What follows belongs to an exercise in optimizing a design on an open flow for small area, a short achievable clock period and few clock cycles per item; a production flow would make more cautious choices. RTL that was checked went through simulation tests only; none was proved equivalent to the original. Function not checked in run 2: the RTL went through the layout flow alone.

<file path="design/flow/design.v">
module gorse_round (
  input  wire [127:0] x_in,
  input  wire [31:0]  rk,
  output wire [127:0] x_out
);
  wire [31:0] x0 = x_in[31:0];
  wire [31:0] x1 = x_in[63:32];
  wire [31:0] x2 = x_in[95:64];
  wire [31:0] x3 = x_in[127:96];
  wire [31:0] a0 = x0 + rk;
  wire [31:0] a1 = x1 ^ {a0[24:0], a0[31:25]};    
  wire [31:0] a2 = x2 + a1;
  wire [31:0] a3 = x3 ^ {a2[18:0], a2[31:19]};    
  wire [31:0] b0 = a0 + a3;
  wire [31:0] b1 = a1 ^ {b0[13:0], b0[31:14]};    
  assign x_out = {b0, a3, a2, b1};
endmodule
module gorse_engine (
  input  wire         clk,
  input  wire         rst,
  input  wire         cmd_valid,
  output wire         cmd_ready,
  input  wire [1:0]   cmd_op,       
  input  wire [1:0]   cmd_slot,
  input  wire [127:0] cmd_key,      
  input  wire [31:0]  cmd_base,     
  input  wire [19:0]  cmd_pos,      
  input  wire [31:0]  cmd_index,    
  output reg          rsp_valid,
  output reg  [127:0] rsp_data
);
  localparam OP_LOAD   = 2'd0;
  localparam OP_DERIVE = 2'd1;
  localparam OP_SAMPLE = 2'd2;
  localparam OP_SR     = 2'd3;
  localparam S_IDLE = 2'd0;
  localparam S_RUN  = 2'd1;
  localparam S_DONE = 2'd2;
  reg [127:0] tbl_key  [0:3];
  reg [31:0]  tbl_base [0:3];
  reg [1:0]   state;
  reg [3:0]   round;
  reg [127:0] key_r;
  reg [127:0] x_r;
  reg         derive_r;
  reg [1:0]   slot_r;
  reg [31:0]  base_r;
  assign cmd_ready = (state == S_IDLE);
  reg [31:0] rconst;
  always @(*) begin
    case (round)
      4'd0:    rconst = 32'h9E3779B9;
      4'd1:    rconst = 32'h3C6EF372;
      4'd2:    rconst = 32'hDAA66D2B;
      4'd3:    rconst = 32'h78DDE6E4;
      4'd4:    rconst = 32'h1715609D;
      4'd5:    rconst = 32'hB54CDA56;
      4'd6:    rconst = 32'h5384540F;
      4'd7:    rconst = 32'hF1BBCDC8;
      4'd8:    rconst = 32'h8FF34781;
      default: rconst = 32'h2E2AC13A;
    endcase
  end
  reg [31:0] kword;
  always @(*) begin
    case (round[1:0])
      2'd0:    kword = key_r[31:0];
      2'd1:    kword = key_r[63:32];
      2'd2:    kword = key_r[95:64];
      default: kword = key_r[127:96];
    endcase
  end
  wire [31:0]  rk = kword + rconst;
  wire [127:0] x_next;
  gorse_round u_round (
    .x_in  (x_r),
    .rk    (rk),
    .x_out (x_next)
  );
  wire [127:0] block_out = {x_r[127:96] + key_r[127:96],
                            x_r[95:64]  + key_r[95:64],
                            x_r[63:32]  + key_r[63:32],
                            x_r[31:0]   + key_r[31:0]};
  always @(posedge clk) begin
    if (rst) begin
      state     <= S_IDLE;
      rsp_valid <= 1'b0;
    end else begin
      rsp_valid <= 1'b0;
      case (state)
        S_IDLE: begin
          if (cmd_valid) begin
            case (cmd_op)
              OP_LOAD: begin
                tbl_key[cmd_slot]  <= cmd_key;
                tbl_base[cmd_slot] <= cmd_base;
              end
              OP_DERIVE: begin
                key_r    <= {32'h65446F6D, 32'h476F7273, cmd_key[63:0]};
                x_r      <= {64'd0, cmd_key[127:64]};
                derive_r <= 1'b1;
                slot_r   <= cmd_slot;
                base_r   <= cmd_base;
                round    <= 4'd0;
                state    <= S_RUN;
              end
              OP_SAMPLE: begin
                key_r    <= tbl_key[cmd_slot];
                x_r      <= {tbl_base[cmd_slot], 32'd0, 32'd0,
                             4'h0, 8'h01, cmd_pos};
                derive_r <= 1'b0;
                round    <= 4'd0;
                state    <= S_RUN;
              end
              default: begin  
                key_r    <= tbl_key[cmd_slot];
                x_r      <= {tbl_base[cmd_slot], 32'd0, cmd_index,
                             4'h0, 8'h03, cmd_pos};
                derive_r <= 1'b0;
                round    <= 4'd0;
                state    <= S_RUN;
              end
            endcase
          end
        end
        S_RUN: begin
          x_r   <= x_next;
          round <= round + 4'd1;
          if (round == 4'd9)
            state <= S_DONE;
        end
        default: begin  
          rsp_data  <= block_out;
          rsp_valid <= 1'b1;
          if (derive_r) begin
            tbl_key[slot_r]  <= block_out;
            tbl_base[slot_r] <= base_r;
          end
          state <= S_IDLE;
        end
      endcase
    end
  end
endmodule
</file>
<file path="design/flow/run.sh">
#!/bin/bash
# synth_recipe.tcl (not shown) runs the flow's synth.tcl, then flattens the netlist and writes it again
# the make line also repeats each setting of config.mk as NAME=value (left out here)
make -C /OpenROAD-flow-scripts/flow DESIGN_CONFIG=/design/flow/config.mk WORK_HOME=/design/flow/orfs CLKGATE_MAP_FILE= SYNTH_SCRIPT=/design/flow/synth_recipe.tcl finish
</file>
<file path="design/flow/config.mk">
export PLATFORM = sky130hd
export DESIGN_NAME = gorse_engine
export DESIGN_NICKNAME = gorse_engine
export VERILOG_FILES = /design/flow/design.v
export SDC_FILE = /design/flow/constraint.sdc
export NUM_CORES = 4
export LEC_CHECK = 0
export CAP_MARGIN = 20
export CORE_MARGIN = 2
export CORE_UTILIZATION = 40
export PLACE_DENSITY = 0.6
export SLEW_MARGIN = 20
</file>
<file path="design/flow/constraint.sdc">
create_clock -name core_clock -period 12.0 [get_ports {clk}]
set_input_delay 2.4000 -clock core_clock [delete_from_list [all_inputs] [get_ports {clk}]]
set_output_delay 2.4000 -clock core_clock [all_outputs]
set_load 0.01 [all_outputs]
</file>
==> results of run 1 <==
==> cell families (layout without fill, tap and decap cells) <==
kind of cell    Yosys count  count (layout)  share of synthesized area
xor+xnor                297             297                     0.0484
simple gates            923             923                     0.0788
other cells               0               2                          0
fa+ha+maj               269             269                     0.0672
compound gates          763             763                     0.0945
mux                     302             302                     0.0959
flops                  1089            1089                      0.598
buf+inv                 244             709                     0.0169
==> final cells by class <==
cell class                 instances  area, µm²  area share
sequential                      1089      32400       0.510
multi-input combinational       2554      20900       0.329
timing repair buffer             397       3860      0.0606
clock buffer                     139       3050      0.0480
tap                             1781       2230      0.0350
clock inverter                    77        768      0.0121
inverter                          96        363     0.00570
antenna                            2       5.00   0.0000786
==> metrics by stage <==
| stage | instance area (µm²) | hold WS [ns] |
|---|---|---|
| detailed placement | 59800 | 0.572 |
| finish | 63700 | 0.563 |
| floorplan | 54200 | 0.493 |
| global placement | 59800 | 0.552 |
| global route | 63700 | 0.626 |
| CTS | 63600 | 0.559 |
==> synth_stat cells, types with 59 or more instances <==
library cell  instances  area (µm²)
mux4_2              160        3600
xnor2_1             161        1410
edfxtp_1           1063       31900
mux2_2              138        1550
nor2_1              187         702
xor2_1              134        1170
nand3_1              59         295
clkbuf_1            119         447
a21oi_1             222        1110
a21o_1               95         713
o21ai_0             137         686
inv_1                95         357
ha_1                232        2900
nand2_1             388        1460
==> sequential cells by signal, summed over array words and instances (netlist names) <==
register / count
round: 4
tbl_key: 512
rsp_data: 128
rconst: 23
state: 2
derive_r: 1
x_r: 128
rsp_valid: 1
base_r: 32
key_r: 128
tbl_base: 128
slot_r: 2
==> cells in the final DEF, fill, tap and decap left out, types with 32 or more instances in the layout <==
| master | n |
|---|---|
| a221oi_1 | 33 |
| nor3_1 | 35 |
| or2_2 | 47 |
| ha_1 | 231 |
| mux2_2 | 138 |
| mux4_2 | 160 |
| nand2_1 | 387 |
| buf_4 | 48 |
| xnor2_1 | 161 |
| fa_1 | 37 |
| a21oi_1 | 222 |
| edfxtp_1 | 1063 |
| a222oi_1 | 32 |
| o21ai_0 | 135 |
| clkbuf_16 | 119 |
| nor2b_1 | 53 |
| inv_1 | 94 |
| nand3_1 | 59 |
| clkdlybuf4s50_1 | 346 |
| nor2_1 | 187 |
| xor2_1 | 134 |
| and2_1 | 40 |
| a21o_1 | 94 |
==> worst max-delay path by stage <==
stage	from	end	slack, ns	cells after the start
floorplan	rst	tbl_base[0][0]	1.77	5
global placement	round[0]	x_r[15]	1.34	43
detailed placement	round[0]	x_r[15]	1.31	43
CTS	round[0]	x_r[15]	1.22	43
global route	round[0]	x_r[16]	0.40	43
finish	round[0]	x_r[15]	1.11	43
==> per-layer routing <==
layer	vias up	wire (µm)
met5	-	9
met3	240	13900
met4	2	6510
met1	18000	78000
met2	1431	82400
li1	15600	-
==> worst max-delay path, delay by kind of cell (launching register included) <==
kind | cells | cell delay (ns)
AOI/OAI and AO/OA | 21 | 4.63
adders and majority gates | 7 | 2.29
and+or+nand+nor | 6 | 1.48
xor gates and xnor gates | 5 | 1.32
DFF | 1 | 0.52
buffers and inverters | 3 | 0.24
muxes | 1 | 0.14
==> impl_metrics.tcl, run 1 <==
set metrics [dict create \
    min_from "base_r[29]" \
    cts_hold_buffers 0 \
    grt_pass1_vias 34000 \
    ys_seq_area_frac 0.598 \
    whs_path_depth 2 \
    die_x_um 372 \
    finalNonFillerCells 6135 \
    setup_viol 0 \
    port_buffers 348 \
    crit_top_cell "ha_1" \
    postCtsSetupBuffers 0 \
    busiest_layer "met2" \
    finalMaxSlewViolations 0 \
    layout-drive-gt1-share 0.142 \
    drc 0 \
    place_congestion 0.984 \
    synthArstFlopShare 0 \
    yosysUniqueCellTypes 85 \
    r2r-start "round[0]" \
    fin_crit_sh 0.908 \
    ant_nets 0 \
    fp.dieArea_um2 139000 \
    critical_path_required_ns 12.51 \
    dp_hpwl_mm 138 \
    post_drt_wl_per_cell_um 29.5 \
    reg2reg_to "x_r[15]" \
    clock.fmax_mhz 91.8 \
    initial_core_util 0.402 \
    drv_cap 0 \
    reg2reg_slack_ns 1.11 \
    met1_usage 0.373 \
    tns_ns 0 \
    yosysWarnings 1 \
    antenna_found_initial 5 \
    initialDrtViolationCount 4328 \
    worst_setup_path_start_kind "flip-flop" \
    critPathArrivalTime_ns 11.40 \
    rsz0062_at_grt "false" \
    nets 4742 \
    rows 135 \
    grt_max_degree 63 \
    rr_worst_depth 43 \
    crit_slowest_cell "or4_4" \
    use_met2 0.402 \
    dr.pass1.iters 11 \
    synth_cells 3887 \
    grt_pass1_wl_mm 255 \
    worstSkewPairLatency_ns 0.79 \
    hold_path.class "reg2reg" \
    cts.htree.levels 3 \
    cts_tree "yes" \
    core-area_um2 135000 \
    synth.net_count 4375 \
    finClkSkew_ns 0.0625 \
    period_minus_slack_ns 10.89 \
    max_slew.worst_pin.slew_ns 1.31 \
    dp.cells 5916 \
    clockBufferDepth 3 \
    netlist_area_um2 54200 \
    crit_path_end_kind "flip-flop" \
    hold_viol 0 \
    synth-seq-cells 1089 \
    vias_per_cell 5.75 \
    post_cts_resize_count 0 \
    met3_usage 0.0441 \
    crit_fanout 8 \
    setup_ws_ns 1.11 \
    cts_sinks 1089 \
    synth_edf_count 1063 \
    area_delta_synth_final_pct 17.4 \
    syn_area_per_cell_um2 13.9 \
    gr-total-overflow 0 \
    pre_cts_slack_ns 1.31 \
    path_class "reg2reg" \
    nFillCells 11800 \
    drt-total-wl_mm 181 \
    maxSlewHeadroom 0.130 \
    vias 35300 \
    status "finished clean" \
    post-route-util 0.472 \
    cpPeakStageDelay_ns 0.56 \
    hold_end "tbl_base[0][29]" \
    path_clk_slew_ns 0.07 \
    yosys_most_used_dff "edfxtp_1" \
    cts_buffers 116 \
    ios 349 \
    grt_usage 0.260 \
    fp.dieH_um 372 \
    cts_root_buffer "clkbuf_16" \
]
Testbench counts, summed over its fixed seeds: cycles 89,286, items 7,386.
==> run 2, diff against run 1 <==
==> design/flow/design.v (replaced) <==
module gorse_round #(
  parameter [31:0] RC = 32'h9E3779B9
) (
  input  wire [127:0] x_in,
  input  wire [31:0]  kw,
  output wire [127:0] x_out
);
  wire [31:0] x0 = x_in[31:0];
  wire [31:0] x1 = x_in[63:32];
  wire [31:0] x2 = x_in[95:64];
  wire [31:0] x3 = x_in[127:96];
  wire [31:0] cs_s = x0 ^ kw ^ RC;
  wire [31:0] cs_c = (x0 & kw) | (RC & (x0 | kw));
  wire [31:0] a0 = cs_s + {cs_c[30:0], 1'b0};
  wire [31:0] a1 = x1 ^ {a0[24:0], a0[31:25]};    
  wire [31:0] a2 = x2 + a1;
  wire [31:0] a3 = x3 ^ {a2[18:0], a2[31:19]};    
  wire [31:0] b0 = a0 + a3;
  wire [31:0] b1 = a1 ^ {b0[13:0], b0[31:14]};    
  assign x_out = {b0, a3, a2, b1};
endmodule
module gorse_engine (
  input  wire         clk,
  input  wire         rst,
  input  wire         cmd_valid,
  output wire         cmd_ready,
  input  wire [1:0]   cmd_op,       
  input  wire [1:0]   cmd_slot,
  input  wire [127:0] cmd_key,      
  input  wire [31:0]  cmd_base,     
  input  wire [19:0]  cmd_pos,      
  input  wire [31:0]  cmd_index,    
  output wire         rsp_valid,
  output wire [127:0] rsp_data
);
  localparam OP_LOAD   = 2'd0;
  localparam OP_DERIVE = 2'd1;
  localparam OP_SAMPLE = 2'd2;
  localparam OP_SR     = 2'd3;
  localparam integer RPS = 1;           
  localparam integer NS  = 10 / RPS;    
  localparam integer NL  = NS + 1;      
  reg [127:0] tbl_key  [0:3];
  reg [31:0]  tbl_base [0:3];
  reg [127:0] px   [1:NL];
  reg [127:0] pk   [1:NL];
  reg         pv   [1:NL];
  reg         pwb  [1:NL];
  reg [1:0]   pslot[1:NL];
  wire [127:0] xl = px[NL];
  wire [127:0] kl = pk[NL];
  wire [127:0] block_out = {xl[127:96] + kl[127:96],
                            xl[95:64]  + kl[95:64],
                            xl[63:32]  + kl[63:32],
                            xl[31:0]   + kl[31:0]};
  assign rsp_valid = pv[NL];
  assign rsp_data  = block_out;
  reg [3:0] busy;
  integer j;
  always @(*) begin
    busy = 4'd0;
    for (j = 1; j < NL; j = j + 1)
      if (pv[j] && pwb[j]) busy[pslot[j]] = 1'b1;
  end
  wire is_reader = cmd_op[1];
  assign cmd_ready = ~(is_reader & busy[cmd_slot]);
  wire accept = cmd_valid & cmd_ready;
  wire fwd = pv[NL] & pwb[NL] & (pslot[NL] == cmd_slot);
  wire [127:0] rd_key  = fwd ? block_out : tbl_key[cmd_slot];
  wire [31:0]  rd_base = tbl_base[cmd_slot];
  reg [127:0] x_init, k_init;
  always @(*) begin
    if (cmd_op == OP_DERIVE) begin
      k_init = {32'h65446F6D, 32'h476F7273, cmd_key[63:0]};
      x_init = {64'd0, cmd_key[127:64]};
    end else begin
      k_init = rd_key;
      x_init = {rd_base, 32'd0, (cmd_op[0] ? cmd_index : 32'd0),
                4'h0, 6'd0, cmd_op[0], 1'b1, cmd_pos};
    end
  end
  wire kill = accept & (cmd_op == OP_LOAD);
  always @(posedge clk) begin
    if (pv[NL] && pwb[NL] && !(kill && cmd_slot == pslot[NL]))
      tbl_key[pslot[NL]] <= block_out;
    if (accept && cmd_op == OP_LOAD)
      tbl_key[cmd_slot] <= cmd_key;
    if (accept && !cmd_op[1])
      tbl_base[cmd_slot] <= cmd_base;
  end
  always @(posedge clk) begin
    px[1]    <= x_init;
    pk[1]    <= k_init;
    pslot[1] <= cmd_slot;
    pwb[1]   <= (cmd_op == OP_DERIVE);
    pv[1]    <= rst ? 1'b0 : (accept & (cmd_op != OP_LOAD));
  end
  genvar s, r;
  generate
    for (s = 1; s <= NS; s = s + 1) begin : g_stage
      wire [127:0] xs [0:RPS];
      assign xs[0] = px[s];
      for (r = 0; r < RPS; r = r + 1) begin : g_round
        localparam integer RN = (s - 1) * RPS + r;
        wire [127:0] kk = pk[s];
        gorse_round #(.RC(32'h9E3779B9 * (RN + 1))) u_round (
          .x_in  (xs[r]),
          .kw    (kk[32*(RN%4) +: 32]),
          .x_out (xs[r+1])
        );
      end
      always @(posedge clk) begin
        px[s+1]    <= xs[RPS];
        pk[s+1]    <= pk[s];
        pslot[s+1] <= pslot[s];
        pwb[s+1]   <= pwb[s] & ~(kill & (cmd_slot == pslot[s]));
        pv[s+1]    <= rst ? 1'b0 : pv[s];
      end
    end
  endgenerate
endmodule
==> run 2 against run 1 <==
  * Non-clock buffer count grew 48
  * Clock-buffer cell count grew 329
  * Utilization shrank 1.1 points
  * Worst hold slack lost 0.28 ns
  * Register-to-register slack gained 0.12 ns
  * Global-route usage grew 4.2 points
  * Clock skew grew 0.043 ns
  * Critical endpoint is now px[6][17]
==> impl_metrics.tcl, run 2 <==
set metrics [dict create \
    setup_viol 0 \
    worstSkewPairLatency_ns 1.01 \
    synth.net_count 15900 \
    yosysUniqueCellTypes 107 \
    reg.largest.list "pk: 1408 flops, px: 1376 flops, tbl_key: 512 flops" \
    initialDrtViolationCount 13200 \
    postCtsSetupBuffers 0 \
    status "finished clean" \
    clock.fmax_mhz 92.9 \
    dr.pass1.iters 8 \
    cts_buffers 353 \
    synth.cells.most_frequent "2828 x dfxtp_1, 1619 x nand2_1, 1327 x ha_1" \
    cpLargestDelayFamily "compound AO/OA/AOI/OAI gates" \
    layout-drive-gt1-share 0.0663 \
    drt-total-wl_mm 601 \
    vias 111000 \
    gr-total-overflow 0 \
    initial_core_util 0.401 \
    dp.cells 19600 \
    synth.most_common_cell "dfxtp_1" \
    crit_path_end_kind "flip-flop" \
    tns_ns 0 \
    die_x_um 621 \
    port_buffers 348 \
    post_cts_resize_count 0 \
    area_delta_synth_final_pct 14.7 \
    finClkSkew_ns 0.105 \
    yosys_most_used_dff "dfxtp_1" \
    finalMaxSlewViolations 0 \
    top_register "pk" \
    netlist.top_cell.by_area "dfxtp_1" \
    grt_max_degree 162 \
    multi_input_area_um2 71800 \
    nFillCells 35200 \
    post_drt_wl_per_cell_um 29.6 \
    path_class "reg2reg" \
    synth_area_leaders "dfxtp_1 37%, edfxtp_1 13%, ha_1 11%, xor2_1 6.8%, xnor2_1 4.2%" \
    drv_cap 0 \
    crit_fanout 4 \
    synth-seq-cells 3468 \
    syn_area_per_cell_um2 10.6 \
    path_clk_slew_ns 0.06 \
    worst_setup_path_start_kind "flip-flop" \
    antenna_found_initial 80 \
    cts_hold_buffers 0 \
    core-area_um2 379000 \
    yosysTopAreaCellShare 0.372 \
    final_cell_mix "2828 x dfxtp_1, 1617 x nand2_1, 1327 x ha_1" \
    fin_crit_sh 0.897 \
    grt_pass1_wl_mm 811 \
    cpPeakStageDelay_ns 0.54 \
    grt_pass1_vias 103000 \
    layout_commonest_cell "dfxtp_1" \
    fp.dieH_um 621 \
    yosysWarnings 11 \
    cts_tree "yes" \
    cts_root_buffer "clkbuf_16" \
    largest_register_ffs 1408 \
    period_minus_slack_ns 10.77 \
    synthArstFlopShare 0 \
    vias_per_cell 5.46 \
    path_buf_inv 0 \
    regArea_um2 75800 \
    rsz0062_at_grt "false" \
    synth_edf_count 640 \
    critPathArrivalTime_ns 11.59 \
    hold_path.class "reg2reg" \
    finalNonFillerCells 20300 \
    hold_viol 0 \
    netlist_area_um2 152000 \
    clockBufferDepth 4 \
    max_slew.worst_pin.slew_ns 1.33 \
    nets 16500 \
    ios 349 \
    cts.htree.levels 5 \
    grt_usage 0.303 \
    critical_path_required_ns 12.83 \
    drc 0 \
    ys_seq_area_frac 0.498 \
    maxSlewHeadroom 0.111 \
    synth_cells 14400 \
    place_congestion 1.04 \
    ant_nets 0 \
    dp_hpwl_mm 491 \
    fp.dieArea_um2 385000 \
    crit_slowest_cell "xnor2_1" \
    cts_sinks 3468 \
    rows 226 \
]
-- run 2: final timing paths --
kind / start / to / slack, ns / depth (start not counted)
worst max-delay path: pk[5][1] / px[6][17] / 1.23 / 38
worst min-delay path: pk[10][75] / pk[11][75] / 0.28 / 0
worst max register to register: pk[5][1] / px[6][17] / 1.23 / 38
worst min register to register: pk[10][75] / pk[11][75] / 0.28 / 0
-- run 2: area by class of cell --
class                      count  share of cell area
sequential                  3468               0.435
multi-input combinational   9631               0.411
clock buffer                 468              0.0568
tap                         5016              0.0360
timing repair buffer         445              0.0247
inverter                     997              0.0215
clock inverter               187              0.0141
antenna                       67            0.000961
-- run 2: per-layer routing --
metal,vias up,GRT usage,wire [µm]
li1,50800,-,-
met1,53100,0.397,245000
met2,5668,0.465,262000
met3,1279,0.0513,50900
met4,32,0.189,42600
met5,-,0,207
-- run 2: logic make-up (layout without fill, tap and decap cells) --
family	count (synthesis)	after routing	synth area share
buffers and inverters	1270	2097	0.0313
DFF	3468	3468	0.498
other	0	67	0
adders and majority gates	1360	1360	0.113
and+or+nand+nor	3168	3168	0.0925
muxes	201	201	0.0265
xor gates and xnor gates	1932	1932	0.113
AOI/OAI and AO/OA	2970	2970	0.125
-- run 2: metrics by stage --
step                hold slack (ns)   util  setup WS (ns)  cell area, µm²
finish                        0.284  0.461           1.23          175000
detailed placement            0.312  0.427           1.38          162000
global placement              0.310  0.427           1.27          162000
global route                  0.290  0.460          0.642          174000
floorplan                     0.310      -           1.75          152000
CTS                           0.288  0.460           1.33          174000

## port drivers added, routing unchanged
The results above use ideal ports. As a check the final layouts listed here were re-extracted and re-timed, cells and wires unchanged.
Step 1 assumes that a clkbuf_16 drives the clock port and a buf_2 every other input.
Step 2 adds t to the input delays and takes it off the output delays; t is the mean of the earliest and latest rising clock arrival at the registers after step 1. Input paths then give back, and output paths get back, about the clock's delay inside the block.
a / b / c = ideal ports / drivers / drivers and shift; a / b = the first two.
run	shift t [ns]	slack for setup (ns)	pins driven straight from the clock port
run 1	0.835	1.110 / 1.110 / 1.110	1
run 2	1.078	1.233 / 1.233 / 1.233	1
After both steps setup and hold are still met in every run listed.
